From an optimization exercise on the open Yosys and OpenROAD flow, aimed at small area, a short achievable clock period and few clock cycles per item; shortcuts taken in it are not production practice.
RTL that was checked went through simulation tests only; none was proved equivalent to the original.
Power and IR drop assume default switching activity.

// qmx_unit
module qmx_unit (
    input  wire        clk,
    input  wire        rst_n,       
    input  wire        in_valid,
    output wire        in_ready,
    input  wire [31:0] in_data,     
    input  wire        in_act,      
    input  wire [3:0]  in_fmt,      
    input  wire        in_rz,       
    output wire        out_valid,
    input  wire        out_ready,
    output wire [31:0] out_word,    
    output wire        out_we       
);
Size: roughly 1500 cells after synthesis, ~700 flip-flops, roughly 77 I/O pins, roughly 20000 sq um of cells after synthesis.
Settings: LEC_CHECK=0, ABC_AREA=1, CAP_MARGIN=20, CORE_MARGIN=2, CORE_UTILIZATION=40, CTS_BUF_LIST=sky130_fd_sc_hd__clkbuf_8 sky130_fd_sc_hd__clkbuf_16, CTS_CLUSTER_DIAMETER=100, CTS_CLUSTER_SIZE=24, SLEW_MARGIN=20; clock period 18.0 ns.
standard.sh (not shown) runs the stock make flow with config.mk's settings and CLKGATE_MAP_FILE= SYNTH_SCRIPT=/design/flow/synth_recipe.tcl, a recipe that flattens the netlist after the stock synthesis.
==> flow/flow/run.sh <==
#!/bin/bash
set -euo pipefail
rm -rf scripts_local
cp -r "$FLOW_HOME/scripts" scripts_local
cp flow/abc_area.script scripts_local/abc_area.script
export SCRIPTS_DIR="$PWD/scripts_local"
export BUFFER_PORTS_ARGS="-buffer_cell sky130_fd_sc_hd__buf_2"
export SETUP_SLACK_MARGIN=$(cat flow/setup_margin)
bash standard.sh > standard.log 2>&1
==> flow/flow/abc_area.script <==
strash
dc2
dch -f
amap
strash
dch -f
amap
==> flow/flow/setup_margin <==
13.2
The starting point passed the timing, DRC and antenna checks.
Testbench counts at the start, summed over its fixed seeds: cycles 33,040, blocks 1,024.
Rerun with:
==> flow/flow/run.sh (replaced) <==
#!/bin/bash
set -euo pipefail
export BUFFER_PORTS_ARGS="-buffer_cell sky130_fd_sc_hd__buf_2"
export SETUP_SLACK_MARGIN=$(cat flow/setup_margin)
bash standard.sh > standard.log 2>&1
==> flow/flow/setup_margin (replaced) <==
13.1
CTS_BUF_LIST = unset   (was sky130_fd_sc_hd__clkbuf_8 sky130_fd_sc_hd__clkbuf_16)
removed: flow/flow/abc_area.script
Result: Via count went up by 5.7%; combinational power came out higher by about 10%; sequential cell count stays the same; total power came out higher by 1.3%.
Rerun with:
==> flow/flow/setup_margin (replaced) <==
13.2
CTS_CLUSTER_DIAMETER = 70   (was 100)
The changed run completed with no timing, DRC or antenna violations. Power increases by 4.4%. Global-route usage stays flat. Routed wire length is about the same. Non-clock buffer count stays the same. Clock skew increases by 13 ps. Synthesized area is unchanged. Worst setup slack improved by 54 ps.
Rerun with:
--- a/flow/flow/run.sh
+++ b/flow/flow/run.sh
@@ -2,0 +3,4 @@
+rm -rf scripts_local
+cp -r "$FLOW_HOME/scripts" scripts_local
+cp flow/abc_area.script scripts_local/abc_area.script
+export SCRIPTS_DIR="$PWD/scripts_local"
==> flow/flow/abc_area.script (new file) <==
strash
dc2
dch -f
amap
strash
dch -f
amap
topo
buffer -c
CTS_CLUSTER_DIAMETER = 100   (was 70)
=>
- sequential share of layout area grows by 1.4 points
- fmax shrinks slightly
- design area shrinks by a few percent
- total power shrinks by a few percent
- hold slack gains 5.7 ps
- via count shrinks by a few percent

========
qmx_unit, a different RTL version from the one above (not shown whole).
Size: ~1900 cells after synthesis, roughly 77 I/O pins, ~23000 µm² of cells after synthesis.
==> flow/config.mk <==
export PLATFORM = sky130hd
export DESIGN_NAME = qmx_unit
export DESIGN_NICKNAME = qmx_unit
export VERILOG_FILES = /design/flow/design.v
export SDC_FILE = /design/flow/constraint.sdc
export NUM_CORES = 4
export LEC_CHECK = 0
export CAP_MARGIN = 20
export CORE_MARGIN = 2
export CORE_UTILIZATION = 40
export CTS_BUF_LIST = sky130_fd_sc_hd__clkbuf_4
export SLEW_MARGIN = 20
==> flow/constraint.sdc <==
create_clock -name core_clock -period 18.0 [get_ports {clk}]
set_input_delay 3.6000 -clock core_clock [delete_from_list [all_inputs] [get_ports {clk}]]
set_output_delay 3.6000 -clock core_clock [all_outputs]
set_load 0.01 [all_outputs]
==> flow/flow/run.sh <==
#!/bin/bash
set -euo pipefail
export BUFFER_PORTS_ARGS="-buffer_cell sky130_fd_sc_hd__buf_2"
export SETUP_SLACK_MARGIN=$(cat flow/setup_margin)
bash standard.sh > standard.log 2>&1
==> flow/flow/setup_margin <==
0
The baseline completed with no timing, DRC or antenna violations.
Edit:
==> flow/flow/setup_margin (replaced) <==
12.5
- CTS_BUF_LIST: sky130_fd_sc_hd__clkbuf_4 -> unset
The changed run completed without violations. Fmax increases by 20%. Cell area increases by 1.8%. Power increases by 5.3%. Sequential cell count is unchanged. Critical path depth increases by 3.
Edit:
==> flow/run.sh (new file) <==
#!/bin/bash
# synth_recipe.tcl (not shown) runs the flow's synth.tcl, then flattens the netlist and writes it again
# the make line also repeats each setting of config.mk as NAME=value (left out here)
make -C /OpenROAD-flow-scripts/flow DESIGN_CONFIG=/design/flow/config.mk WORK_HOME=/design/flow/orfs CLKGATE_MAP_FILE= SYNTH_SCRIPT=/design/flow/synth_recipe.tcl finish
removed: flow/flow/run.sh
removed: flow/flow/setup_margin
removed: flow/standard.sh
=>
- The changed run went through all stages and came out clean
- clock power shrinks by a few percent
- first-iteration DRC count shrinks by a few percent
- wire length hardly moves
- die area does not change
Edit:
==> flow/flow/run.sh (new file) <==
#!/bin/bash
set -euo pipefail
export BUFFER_PORTS_ARGS="-buffer_cell sky130_fd_sc_hd__buf_2"
export SETUP_SLACK_MARGIN=$(cat flow/setup_margin)
bash standard.sh > standard.log 2>&1
==> flow/flow/setup_margin (new file) <==
0
==> flow/standard.sh (new file) <==
#!/bin/bash
# synth_recipe.tcl (not shown) runs the flow's synth.tcl, then flattens the netlist and writes it again
# the make line also repeats each setting of config.mk as NAME=value (left out here)
make -C /OpenROAD-flow-scripts/flow DESIGN_CONFIG=/design/flow/config.mk WORK_HOME=/design/flow/orfs CLKGATE_MAP_FILE= SYNTH_SCRIPT=/design/flow/synth_recipe.tcl "${@:-finish}"
removed: flow/run.sh
=> The new run completed without violations; fmax came out higher by 9.0%; sequential share of layout area rose by 0.41 points; setup slack improved by 0.57 ns; non-clock buffer count climbs by 1; power is higher by about 1.2%.
No functional check of the RTL was part of any run of this note.

========
qmx_unit with an RTL version that a note above also has.
For scale: ~1500 cells after synthesis, about 700 flip-flops, ~20000 um^2 of cells after synthesis.
Settings: LEC_CHECK=0, ABC_AREA=1, CAP_MARGIN=20, CORE_MARGIN=2, CORE_UTILIZATION=40, CTS_BUF_LIST=sky130_fd_sc_hd__clkbuf_8, CTS_CLUSTER_DIAMETER=90, CTS_CLUSTER_SIZE=18, SLEW_MARGIN=20; clock period 18.0 ns.
==> flow/flow/run.sh <==
#!/bin/bash
set -euo pipefail
rm -rf scripts_local
cp -r "$FLOW_HOME/scripts" scripts_local
cp flow/abc_area.script scripts_local/abc_area.script
export SCRIPTS_DIR="$PWD/scripts_local"
export BUFFER_PORTS_ARGS="-buffer_cell sky130_fd_sc_hd__buf_2"
export SETUP_SLACK_MARGIN=$(cat flow/setup_margin)
bash standard.sh > standard.log 2>&1
==> flow/flow/abc_area.script <==
strash
dc2
dch -f
amap
strash
dch -f
amap
==> flow/flow/setup_margin <==
13.2
Testbench counts at the start, summed over its fixed seeds: cycles 33,040, blocks 1,024.
==> next run, changes <==
==> flow/flow/run.sh (replaced) <==
#!/bin/bash
set -euo pipefail
export BUFFER_PORTS_ARGS="-buffer_cell sky130_fd_sc_hd__buf_2"
export SETUP_SLACK_MARGIN=$(cat flow/setup_margin)
bash standard.sh > standard.log 2>&1
- CTS_BUF_LIST: sky130_fd_sc_hd__clkbuf_8 -> not set
- CTS_CLUSTER_DIAMETER: 90 -> 100
- CTS_CLUSTER_SIZE: 18 -> 24
removed: flow/flow/abc_area.script
The changed run completed with no timing, DRC or antenna violations.
Register-to-register slack gets better by 0.21 ns.
Count of clock-buffer cells in the layout drops by 1.
Area after synthesis rises by 5.6%.
Global-route usage came out lower by 0.24 points.
Wire length went up by 1.2%.
==> next run, changes <==
--- a/flow/flow/run.sh
+++ b/flow/flow/run.sh
@@ -2,2 +2,6 @@
 set -euo pipefail
+rm -rf scripts_local
+cp -r "$FLOW_HOME/scripts" scripts_local
+cp flow/abc_area.script scripts_local/abc_area.script
+export SCRIPTS_DIR="$PWD/scripts_local"
 export BUFFER_PORTS_ARGS="-buffer_cell sky130_fd_sc_hd__buf_2"
==> flow/flow/abc_area.script (new file) <==
strash
dc2
dch -f
amap
strash
dch -f
amap
Result: Worst setup slack is about the same; core utilization grows by 2.2 points; area after synthesis decreases by 5.3%; final cell count fell by about 11%; routed wire length falls by 1.4%; worst hold slack got worse by 0.0052 ns; fmax stays flat.
==> next run, changes <==
==> flow/flow/run.sh (replaced) <==
#!/bin/bash
set -euo pipefail
export BUFFER_PORTS_ARGS="-buffer_cell sky130_fd_sc_hd__buf_2"
export SETUP_SLACK_MARGIN=$(cat flow/setup_margin)
bash standard.sh > standard.log 2>&1
- CTS_CLUSTER_SIZE: 24 -> 30
removed: flow/flow/abc_area.script
Wire length increases by about 1.2%; maximum frequency shrinks by 1.3%; synthesized area rose by about 5.6%; first-iteration DRC count came out lower by about 7%; total power came out lower by 3.1%; non-clock buffer count came out lower by 37; combinational power came out higher by about 10%; worst setup slack is worse by 0.064 ns; critical path depth does not change.
==> next run, changes <==
--- a/flow/flow/run.sh
+++ b/flow/flow/run.sh
@@ -2,2 +2,6 @@
 set -euo pipefail
+rm -rf scripts_local
+cp -r "$FLOW_HOME/scripts" scripts_local
+cp flow/abc_area.script scripts_local/abc_area.script
+export SCRIPTS_DIR="$PWD/scripts_local"
 export BUFFER_PORTS_ARGS="-buffer_cell sky130_fd_sc_hd__buf_2"
==> flow/flow/abc_area.script (new file) <==
strash
dc2
dch -f
amap
strash
dch -f
amap
topo
stime -c
buffer -c
upsize -c
dnsize -c
- CTS_CLUSTER_SIZE: 30 -> 24
Setup slack gains 0.024 ns.
Die area shrinks by about 3.4%.
Area after synthesis shrinks by about 3.4%.
Total power grows by 3.1%.
Critical path depth is unchanged.
Clock-buffer cell count grows by 11.
Cell count shrinks by 9.4%.
Via count shrinks by 5.8%.
Sequential power is about the same.
Synthesized cell count shrinks by 14%.

========
## alpha
Another version of the RTL of qmx_unit (not shown whole).
For scale: about 1900 cells after synthesis, ~710 flip-flops, about 77 I/O pins, ~23000 sq um of cells after synthesis.
clock: 18.0 ns
lec_check: 0
cap_margin: 20
core_margin: 2
core_utilization: 40
cts_cluster_diameter: 120
cts_cluster_size: 28
slew_margin: 20
==> flow/flow/run.sh <==
#!/bin/bash
set -euo pipefail
export BUFFER_PORTS_ARGS="-buffer_cell sky130_fd_sc_hd__buf_2"
export SETUP_SLACK_MARGIN=$(cat flow/setup_margin)
bash standard.sh > standard.log 2>&1
Scripts as last shown in full above: flow/flow/setup_margin
alpha: done, clean on timing, DRC and antenna
For beta, these inputs were changed with respect to alpha:
- setting ABC_AREA to 1 for the first time
Notes after the runs:
Status | alpha and beta | clean
Number of filler instances in the final layout: beta vs alpha down 72
Antenna diode count: alpha and beta compared, lower one is beta
On first-pass GRT wire length, the higher figure sits with alpha, not beta.
No run of this note included a check of the RTL's function; only the layout flow was run.

========
Setup of rev 12:
qmx_unit with an RTL version that a note above also has.
Size in the first run: about 1,800 cells after synthesis, about 700 flip-flops, about 77 I/O pins, about 0.021 sq mm of cells after synthesis.
clock: 18.0 ns
lec_check: 0
abc_area: 1
cap_margin: 20
core_margin: 2
core_utilization: 40
cts_cluster_diameter: 100
cts_cluster_size: 24
slew_margin: 20
==> flow/flow/setup_margin <==
13.3
Scripts as last shown in full above: flow/flow/run.sh
Testbench counts of rev 12, summed over its fixed seeds: cycles 33,040, blocks 1,024.
Here is what was changed in the inputs of rev 13 compared with rev 12.
Settings: changing CTS_CLUSTER_SIZE from 24 to 20.
==> flow/flow/setup_margin <==
13.2
==> comparison <==
Post-route worst hold slack on rev 13 is down relative to rev 12.
Higher design area goes to rev 13 over rev 12.
[compare] base=rev 12 new=rev 13: cell count along the critical path held, highest net fanout along the worst path has remained practically unchanged.
Rev 12 and rev 13 ended up with nearly the same net switching share of the total power.
Looking at end of the critical path, the out_word[19] result is from rev 12; the out_word[18] one comes from rev 13.
Rev 13: count of clock-buffer cells in the layout is about 20% higher than what rev 12 reported.
In terms of fraction of final layout cells sized beyond drive strength 1, rev 12 and rev 13 differ only marginally.
Of the two values seen for startpoint of the most critical setup path, o_w[19]$_SDFFCE_PP0P_ was produced by rev 12 and o_w[18]$_SDFFCE_PP0P_ by rev 13.
Compared rev 13 vs rev 12, and buffer count excluding the clock tree in the final layout is down in rev 13.

========
Setup of garnet:
Another version of the RTL of qmx_unit (not shown whole).
For scale: about 700 flip-flops, roughly 77 I/O pins.
==> flow/config.mk <==
export PLATFORM = sky130hd
export DESIGN_NAME = qmx_unit
export DESIGN_NICKNAME = qmx_unit
export VERILOG_FILES = /design/flow/design.v
export SDC_FILE = /design/flow/constraint.sdc
export NUM_CORES = 4
export LEC_CHECK = 0
export ABC_AREA = 1
export CAP_MARGIN = 20
export CORE_MARGIN = 2
export CORE_UTILIZATION = 40
export CTS_CLUSTER_DIAMETER = 100
export CTS_CLUSTER_SIZE = 24
export SLEW_MARGIN = 20
==> flow/constraint.sdc <==
create_clock -name core_clock -period 18.0 [get_ports {clk}]
set_input_delay 3.6000 -clock core_clock [delete_from_list [all_inputs] [get_ports {clk}]]
set_output_delay 3.6000 -clock core_clock [all_outputs]
set_load 0.01 [all_outputs]
==> flow/flow/setup_margin <==
13.35
Scripts as last shown in full above: flow/flow/run.sh
garnet | status: complete | timing, DRC, antenna: pass
#### Input delta (lagoon over garnet)
==> flow/flow/setup_margin <==
13.2
==> summary.txt <==
The met3 capacity usage during global routing reported for lagoon is greater than that of garnet by 0.21 points. Delta (lagoon minus garnet): fill cell instance count of the final layout flat; number of sequential storage elements shows no meaningful change; worst setup slack after layout decreased 6.2 ps. Any difference in clock-cell share of area between garnet and lagoon is small enough to ignore.
No run of this note included a check of the RTL's function; only the layout flow was run.

[afterwards: timing with drivers on the ports]
The flow's constraints put no driver on any port. The routed layouts listed below were extracted and timed again, unchanged, in two steps.
Step 1 assumes that a clkbuf_16 drives the clock port and a buf_2 every other input.
Step 2 times the ports against the registers' clock, not the clock port: input delays grow and output delays shrink by t, the midpoint of the rising clock arrivals with the driver on.
a / b / c = ideal ports / drivers / drivers and shift; a / b = the first two.
run	t, ns	setup WS [ns]	latest minus earliest clock arrival (ns)	slew at the worst register clock pin (ns)	pins driven straight from the clock port
the first run of note 1	0.609	13.314 / 13.258 / 12.840	0.027 / 0.027	0.10 / 0.10	1
the second run of note 1	0.606	13.247 / 13.194 / 12.835	0.022 / 0.022	0.10 / 0.10	1
the third run of note 1	0.619	13.301 / 13.248 / 12.830	0.031 / 0.031	0.09 / 0.09	1
the fourth run of note 1	0.610	13.264 / 13.207 / 12.799	0.026 / 0.026	0.10 / 0.10	1
the first run of note 2	0.975	11.686 / 11.686 / 11.686	0.080 / 0.080	0.09 / 0.09	1
the second run of note 2	0.658	12.748 / 12.748 / 12.268	0.031 / 0.032	0.06 / 0.06	1
the third run of note 2	0.633	11.123 / 11.123 / 11.123	0.025 / 0.025	0.07 / 0.07	1
the fourth run of note 2	0.659	11.693 / 11.693 / 11.693	0.032 / 0.032	0.06 / 0.06	1
the first run of note 3	0.689	13.196 / 13.145 / 12.778	0.060 / 0.060	0.13 / 0.13	1
the second run of note 3	0.605	13.316 / 13.264 / 12.841	0.026 / 0.026	0.10 / 0.10	1
the third run of note 3	0.610	13.314 / 13.258 / 12.838	0.029 / 0.030	0.10 / 0.10	1
the fourth run of note 3	0.660	13.250 / 13.194 / 12.825	0.028 / 0.028	0.12 / 0.12	1
the fifth run of note 3	0.609	13.274 / 13.223 / 12.847	0.024 / 0.023	0.10 / 0.10	1
alpha	0.647	13.248 / 13.190 / 12.719	0.027 / 0.027	0.12 / 0.12	1
beta	0.649	13.203 / 13.146 / 12.728	0.023 / 0.023	0.11 / 0.11	1
rev 12	0.611	13.299 / 13.246 / 12.850	0.032 / 0.033	0.10 / 0.10	1
rev 13	0.625	13.271 / 13.218 / 12.830	0.034 / 0.035	0.09 / 0.09	1
garnet	0.604	13.298 / 13.246 / 12.885	0.030 / 0.030	0.11 / 0.11	1
lagoon	0.601	13.292 / 13.241 / 12.797	0.046 / 0.046	0.10 / 0.10	1
After both steps every run listed still meets setup and hold. For alpha, which loses most, drivers alone change the setup slack by -0.058 ns; drivers and shift together by -0.529 ns.
